What follows belongs to an exercise in optimizing a design on an open flow for small area, a short achievable clock period and few clock cycles per item; a production flow would make more cautious choices. Where RTL was checked, it was by simulation tests only, not by an equivalence proof against the original. Power is estimated from default activity; no workload was simulated.

==> flow/design.v <==
module bfp_compress (
    input  wire        clk,
    input  wire        rst,          
    input  wire        in_valid,
    output wire        in_ready,
    input  wire [1:0]  in_fmt,       
    input  wire [23:0] in_i,
    input  wire [23:0] in_q,
    output wire        out_valid,
    input  wire        out_ready,
    output wire [7:0]  out_data,
    output wire        out_last
);
    localparam integer N = 12;       
    localparam [1:0] ST_IDLE = 2'd0, ST_A = 2'd1, ST_B = 2'd2;
    reg        rdy_r;
    reg [1:0]  st;
    reg [23:0] r0_i, r0_q;
    reg [1:0]  fmt_in;
    reg [3:0]  icnt;
    reg        r0_first, r0_last;
    reg [3:0]  s_cur;
    reg        sat_i, sat_q;
    wire take = in_valid & rdy_r;
    function [15:0] nofit;
        input [23:0] x;
        input [4:0]  b;
        integer s, j;
        reg w, o, a, xb;
        begin
            nofit = 16'd0;
            for (s = 0; s <= 15; s = s + 1) begin
                w = 1'b1; o = 1'b0; a = 1'b1; xb = 1'b0;
                for (j = 0; j <= 22; j = j + 1) begin
                    if (s == 0) begin
                        if (j >= b - 1) begin
                            o = o | x[j];
                            a = a & x[j];
                        end
                    end else begin
                        if (j >= s - 1 && j <= b + s - 2)
                            w = w & x[j];
                        if (j >= b - 1 + s)
                            o = o | x[j];
                        if (j >= b + s)
                            a = a & x[j];
                        if (j == b - 1 + s)
                            xb = x[j];
                    end
                end
                if (b - 1 + s == 23)
                    xb = x[23];
                if (s + b <= 24) begin
                    if (s == 0)
                        nofit[s] = x[23] ? ~a : o;
                    else if (x[23])
                        nofit[s] = ~a | (~xb & ~w);
                    else
                        nofit[s] = o | w;
                end
            end
        end
    endfunction
    wire [15:0] nf_i = (fmt_in == 2'd2) ? nofit(r0_i, 5'd12) : nofit(r0_i, 5'd9);
    wire [15:0] nf_q = (fmt_in == 2'd2) ? nofit(r0_q, 5'd12) : nofit(r0_q, 5'd9);
    wire [3:0]  smax = (fmt_in == 2'd2) ? 4'd12 : 4'd15;
    wire [14:0] base_t;
    genvar gk;
    generate
        for (gk = 1; gk <= 15; gk = gk + 1) begin : g_bt
            assign base_t[gk-1] = ~r0_first & (s_cur >= gk);
        end
    endgenerate
    wire [14:0] lim_t  = (fmt_in == 2'd2) ? 15'h0fff : 15'h7fff;
    wire [14:0] new_t  = (base_t | nf_i[14:0] | nf_q[14:0]) & lim_t;
    wire [3:0]  s_new;
    assign s_new[3] = new_t[7];
    assign s_new[2] = (new_t[3] & ~new_t[7]) | new_t[11];
    assign s_new[1] = (new_t[1] & ~new_t[3]) | (new_t[5] & ~new_t[7]) |
                      (new_t[9] & ~new_t[11]) | new_t[13];
    assign s_new[0] = (new_t[0] & ~new_t[1]) | (new_t[2] & ~new_t[3]) |
                      (new_t[4] & ~new_t[5]) | (new_t[6] & ~new_t[7]) |
                      (new_t[8] & ~new_t[9]) | (new_t[10] & ~new_t[11]) |
                      (new_t[12] & ~new_t[13]) | new_t[14];
    function [13:0] bfp_field;
        input [23:0] x;
        input [3:0]  a;
        input        sat;
        input        b12;
        reg signed [24:0] t;
        reg signed [24:0] v;
        reg               sb;
        integer j;
        begin
            t  = {x, 1'b0};
            v  = t >>> a;
            sb = 1'b0;
            for (j = 0; j <= 22; j = j + 1)
                if (j + 2 <= a)
                    sb = sb | x[j];
            if (sat)
                bfp_field = x[23] ? {(b12 ? 13'h1000 : 13'h1e00), 1'b0}
                                  : {(b12 ? 13'h0ffe : 13'h01fe), 1'b0};
            else if (b12 && (v[13] ^ v[12]))
                bfp_field = {13'h1000, 1'b0};
            else
                bfp_field = {v[12:0], sb};
        end
    endfunction
    function [15:0] fix16;
        input [23:0] x;
        reg up;
        begin
            up = x[7] & ((|x[6:0]) | x[8]);
            if (x[23:8] == 16'h7fff)
                fix16 = 16'h7fff;
            else
                fix16 = x[23:8] + {15'd0, up};
        end
    endfunction
    wire        is_bfp_in = (fmt_in != 2'd0);
    wire [31:0] slot_in = is_bfp_in ?
        {bfp_field(r0_i, s_cur, sat_i, fmt_in[1]),
         bfp_field(r0_q, s_cur, sat_q, fmt_in[1]), s_cur} :
        {fix16(r0_i), fix16(r0_q)};
    reg [31:0]  fd [0:N-1];
    reg [N-1:0] fv;
    reg         meta_v;
    reg [1:0]   meta_fmt;
    reg [3:0]   meta_s;
    wire        pop;
    wire        meta_pop;
    wire        full = &fv;
    wire        tail_acc = ~full | pop;
    wire        wr = (st == ST_B) & tail_acc & (~r0_last | ~meta_v | meta_pop);
    reg [N-1:0] shift;
    reg [N-1:0] fv_next;
    integer i;
    always @(*) begin
        for (i = 0; i < N; i = i + 1) begin
            shift[i] = pop | ~(&(fv | ~((2 << i) - 1)));
            if (shift[i])
                fv_next[i] = (i == N - 1) ? wr : fv[i+1];
            else
                fv_next[i] = fv[i];
        end
    end
    always @(posedge clk) begin
        for (i = 0; i < N; i = i + 1)
            if (shift[i])
                fd[i] <= (i == N - 1) ? slot_in : fd[i+1];
    end
    wire      r0_free = (st == ST_IDLE) | ((st == ST_B) & wr);
    reg [1:0] st_next;
    always @(*) begin
        if (take)                     st_next = ST_A;
        else if (st == ST_A)          st_next = ST_B;
        else if (st == ST_B && !wr)   st_next = ST_B;
        else                          st_next = ST_IDLE;
    end
    always @(posedge clk) begin
        if (r0_free) begin
            r0_i     <= in_i;
            r0_q     <= in_q;
            r0_first <= (icnt == 4'd0);
            r0_last  <= (icnt == 4'd11);
        end
        if (take && icnt == 4'd0)
            fmt_in <= (in_fmt == 2'd3) ? 2'd0 : in_fmt;
        if (st == ST_A) begin
            s_cur <= s_new;
            sat_i <= nf_i[smax];
            sat_q <= nf_q[smax];
        end
    end
    always @(posedge clk) begin
        if (rst) begin
            st     <= ST_IDLE;
            rdy_r  <= 1'b1;
            icnt   <= 4'd0;
            fv     <= {N{1'b0}};
        end else begin
            st    <= st_next;
            rdy_r <= (st_next == ST_IDLE) | ((st_next == ST_B) & ~(&fv_next));
            if (take)
                icnt <= (icnt == 4'd11) ? 4'd0 : icnt + 4'd1;
            fv    <= fv_next;
        end
    end
    reg        ph;           
    reg [3:0]  scnt;         
    reg [3:0]  hd;           
    wire g_load;
    assign pop      = g_load & ph;
    assign meta_pop = g_load & ph & (scnt == 4'd11);
    wire   g_first  = ~ph & (scnt == 4'd0);
    wire   g_last   = ph & (scnt == 4'd11);
    wire [31:0] head = fd[0];
    wire [12:0] hv   = ph ? head[17:5] : head[31:19];
    wire        hs   = ph ? head[4]    : head[18];
    wire [15:0] hm   = ph ? head[15:0] : head[31:16];
    reg signed [16:0] vx;
    reg signed [16:0] qx;
    reg               rb, stk, hup;
    always @(*) begin
        vx  = {{4{hv[12]}}, hv};
        qx  = (vx >>> 1) >>> hd;
        rb  = vx[hd];
        stk = hs | |(vx[15:0] & ~(16'hffff << hd));
        hup = rb & (stk | qx[0]);
    end
    wire        mset      = wr & r0_last;
    wire [31:0] head_next = shift[0] ? ((N == 1) ? slot_in : fd[1]) : fd[0];
    wire [3:0]  ms_next   = mset ? s_cur : meta_s;
    always @(posedge clk) begin
        hd <= ms_next - head_next[3:0];
    end
    always @(posedge clk) begin
        if (rst) begin
            ph     <= 1'b0;
            scnt   <= 4'd0;
            meta_v <= 1'b0;
        end else begin
            if (g_load) begin
                ph <= ~ph;
                if (ph)
                    scnt <= (scnt == 4'd11) ? 4'd0 : scnt + 4'd1;
            end
            if (mset)
                meta_v <= 1'b1;
            else if (meta_pop)
                meta_v <= 1'b0;
        end
        if (mset) begin
            meta_fmt <= fmt_in;
            meta_s   <= s_cur;
        end
    end
    reg       ov, ol, sk_l;
    reg [7:0] od, sk_d;
    wire      acc = ~ov | out_ready;
    reg [15:0] gb;
    reg [4:0]  gc;
    reg        gexp;
    reg [3:0]  ge;
    reg        glast;
    reg        sk_v;
    wire       emit     = ~sk_v & (gexp | gc[4] | gc[3]);
    wire       emit_buf = emit & ~gexp;
    wire [4:0] c_after  = emit_buf ? gc - 5'd8 : gc;
    reg        cl_r;         
    assign g_load = fv[0] & meta_v & cl_r;
    wire [15:0] m = (meta_fmt == 2'd0) ? hm : {4'd0, qx[11:0] + {11'd0, hup}};
    reg  [15:0] gb_ld;
    reg  [4:0]  gb_b;
    always @(*) begin
        case (meta_fmt)
            2'd1:    begin gb_ld = {gb[6:0], m[8:0]};  gb_b = 5'd9;  end
            2'd2:    begin gb_ld = {gb[3:0], m[11:0]}; gb_b = 5'd12; end
            default: begin gb_ld = m;                  gb_b = 5'd16; end
        endcase
    end
    wire [3:0] meta_e = (meta_fmt == 2'd1) ? ~meta_s : 4'd12 - meta_s;
    reg  [8:0] gsel;
    wire [4:0] gc_next = g_load ? c_after + gb_b : c_after;
    reg  [7:0] sel_byte;
    integer sb;
    always @(*) begin
        sel_byte = 8'd0;
        for (sb = 0; sb <= 8; sb = sb + 1)
            sel_byte = sel_byte | ({8{gsel[sb]}} & gb[sb + 7 -: 8]);
    end
    wire [7:0] core_byte = gexp ? {4'd0, ge} : sel_byte;
    wire       core_last = ~gexp & glast & (gc == 5'd8);
    always @(posedge clk) begin
        for (sb = 0; sb <= 8; sb = sb + 1)
            gsel[sb] <= (gc_next == sb + 8);
        if (g_load) begin
            gb <= gb_ld;
            if (g_first)
                ge <= meta_e;
        end
    end
    wire gexp_next = (g_load & g_first) ? (meta_fmt != 2'd0) : (gexp & ~emit);
    wire sk_v_next = ~acc & (sk_v | emit);
    always @(posedge clk) begin
        if (rst) begin
            gc    <= 5'd0;
            gexp  <= 1'b0;
            glast <= 1'b0;
            cl_r  <= 1'b1;
        end else begin
            gc    <= gc_next;
            gexp  <= gexp_next;
            cl_r  <= (gc_next < 5'd8) | (~gc_next[4] & ~gexp_next & ~sk_v_next);
            if (g_load)
                glast <= g_last;
        end
    end
    always @(posedge clk) begin
        if (rst) begin
            ov   <= 1'b0;
            sk_v <= 1'b0;
        end else if (acc) begin
            ov   <= sk_v | emit;
            sk_v <= 1'b0;
        end else if (emit) begin
            sk_v <= 1'b1;
        end
        if (acc) begin
            od <= sk_v ? sk_d : core_byte;
            ol <= sk_v ? sk_l : core_last;
        end
        if (!acc && emit) begin
            sk_d <= core_byte;
            sk_l <= core_last;
        end
    end
    assign in_ready  = rdy_r;
    assign out_valid = ov;
    assign out_data  = od;
    assign out_last  = ol;
endmodule
Settings: LEC_CHECK=0, CAP_MARGIN=20, CORE_MARGIN=2, CORE_UTILIZATION=60, PLACE_DENSITY=0.7, SLEW_MARGIN=20; clock period 12.5 ns.
standard.sh (not shown) runs the stock make flow with config.mk's settings and CLKGATE_MAP_FILE= SYNTH_SCRIPT=/design/flow/synth_recipe.tcl, a recipe that flattens the netlist after the stock synthesis.
==> flow/flow/run.sh <==
#!/bin/bash
# Standard ORFS layout (bash standard.sh) with these changes:
#  - port buffers placed by flow/ports.tcl (buf_1 on inputs, buf_4 on outputs)
#  - clock tree without dummy loads, larger sink clusters
#  - repair_timing aimed at a setup slack of 9.2 ns
# All tool output goes to make_finish.log (ORFS keeps per-step logs under orfs/logs).
set -euo pipefail
export DONT_BUFFER_PORTS=1
export PRE_GLOBAL_PLACE_TCL="$PWD/flow/ports.tcl"
export CTS_ARGS="-sink_clustering_enable -repair_clock_nets -dont_use_dummy_load -sink_clustering_size 25 -sink_clustering_max_diameter 100 -buf_list {sky130_fd_sc_hd__clkbuf_8 sky130_fd_sc_hd__clkbuf_16}"
export SETUP_SLACK_MARGIN=9.2
bash standard.sh > make_finish.log 2>&1
==> flow/flow/ports.tcl <==
# Port buffers: small buffers on the inputs, buf_4 on the outputs.
buffer_ports -inputs -buffer_cell sky130_fd_sc_hd__buf_1
buffer_ports -outputs -buffer_cell sky130_fd_sc_hd__buf_4
The starting point finished with timing, DRC and antenna clean.
Testbench counts at the start, summed over its fixed seeds: cycles 17,451, blocks 480.
Rerun with:
--- a/flow/design.v
+++ b/flow/design.v
@@ -297,20 +297,19 @@
                 glast <= g_last;
         end
     end
+    wire [7:0] od_new = sk_v ? sk_d : core_byte;
+    wire       ol_new = sk_v ? sk_l : core_last;
     always @(posedge clk) begin
         if (rst) begin
-            ov   <= 1'b0;
             sk_v <= 1'b0;
         end else if (acc) begin
-            ov   <= sk_v | emit;
             sk_v <= 1'b0;
         end else if (emit) begin
             sk_v <= 1'b1;
         end
-        if (acc) begin
-            od <= sk_v ? sk_d : core_byte;
-            ol <= sk_v ? sk_l : core_last;
-        end
+        ov <= ~rst & ((acc & (sk_v | emit)) | (~acc & ov));
+        od <= (od_new & {8{acc}}) | (od & {8{~acc}});
+        ol <= (ol_new & acc) | (ol & ~acc);
         if (!acc && emit) begin
             sk_d <= core_byte;
             sk_l <= core_last;
The new run passed the timing, DRC and antenna checks. Utilization came out higher by 0.20 points. Routed wire length shrinks by about 2%. Synthesized area is about the same. First-iteration DRC count went up by 7.9%. Non-clock buffer count goes down by 10. Clock-buffer cell count stays the same. Worst setup slack is better by 0.021 ns. Cell area rises by about 0.54%. Critical path depth does not change. Power came out higher by 5.7%. Clock power barely changes. Die area barely changes. Combinational power goes up by 35%. Final cell count goes down by 1.1%.
For the second run of this note, only the layout was checked, not whether the RTL still works.

[static timing again, ports no longer ideal]
Ports are ideal in the flow. The routed layouts listed here were re-timed in OpenROAD.
Step 1 sets driving cells, clkbuf_16 on the clock port and buf_2 on the other inputs (assumed; they add their load-dependent delay and slew).
Step 2 times the ports against the registers' clock, not the clock port: input delays grow and output delays shrink by t, the midpoint of the rising clock arrivals with the driver on.
Three values: ideal, step 1, step 2; two values: the first two.
run	shift t [ns]	setup WS [ns]	hold slack, ns	worst data-port slew with drivers (ns)
the first run	0.605	8.987 / 8.932 / 8.921	0.375 / 0.375 / 0.375	0.65
the second run	0.611	9.008 / 8.950 / 8.956	0.379 / 0.379 / 0.379	0.62
After both steps every run listed still meets setup and hold. The setup slack of the first run, which loses most, moves by -0.055 ns with the drivers and by -0.066 ns with both steps.
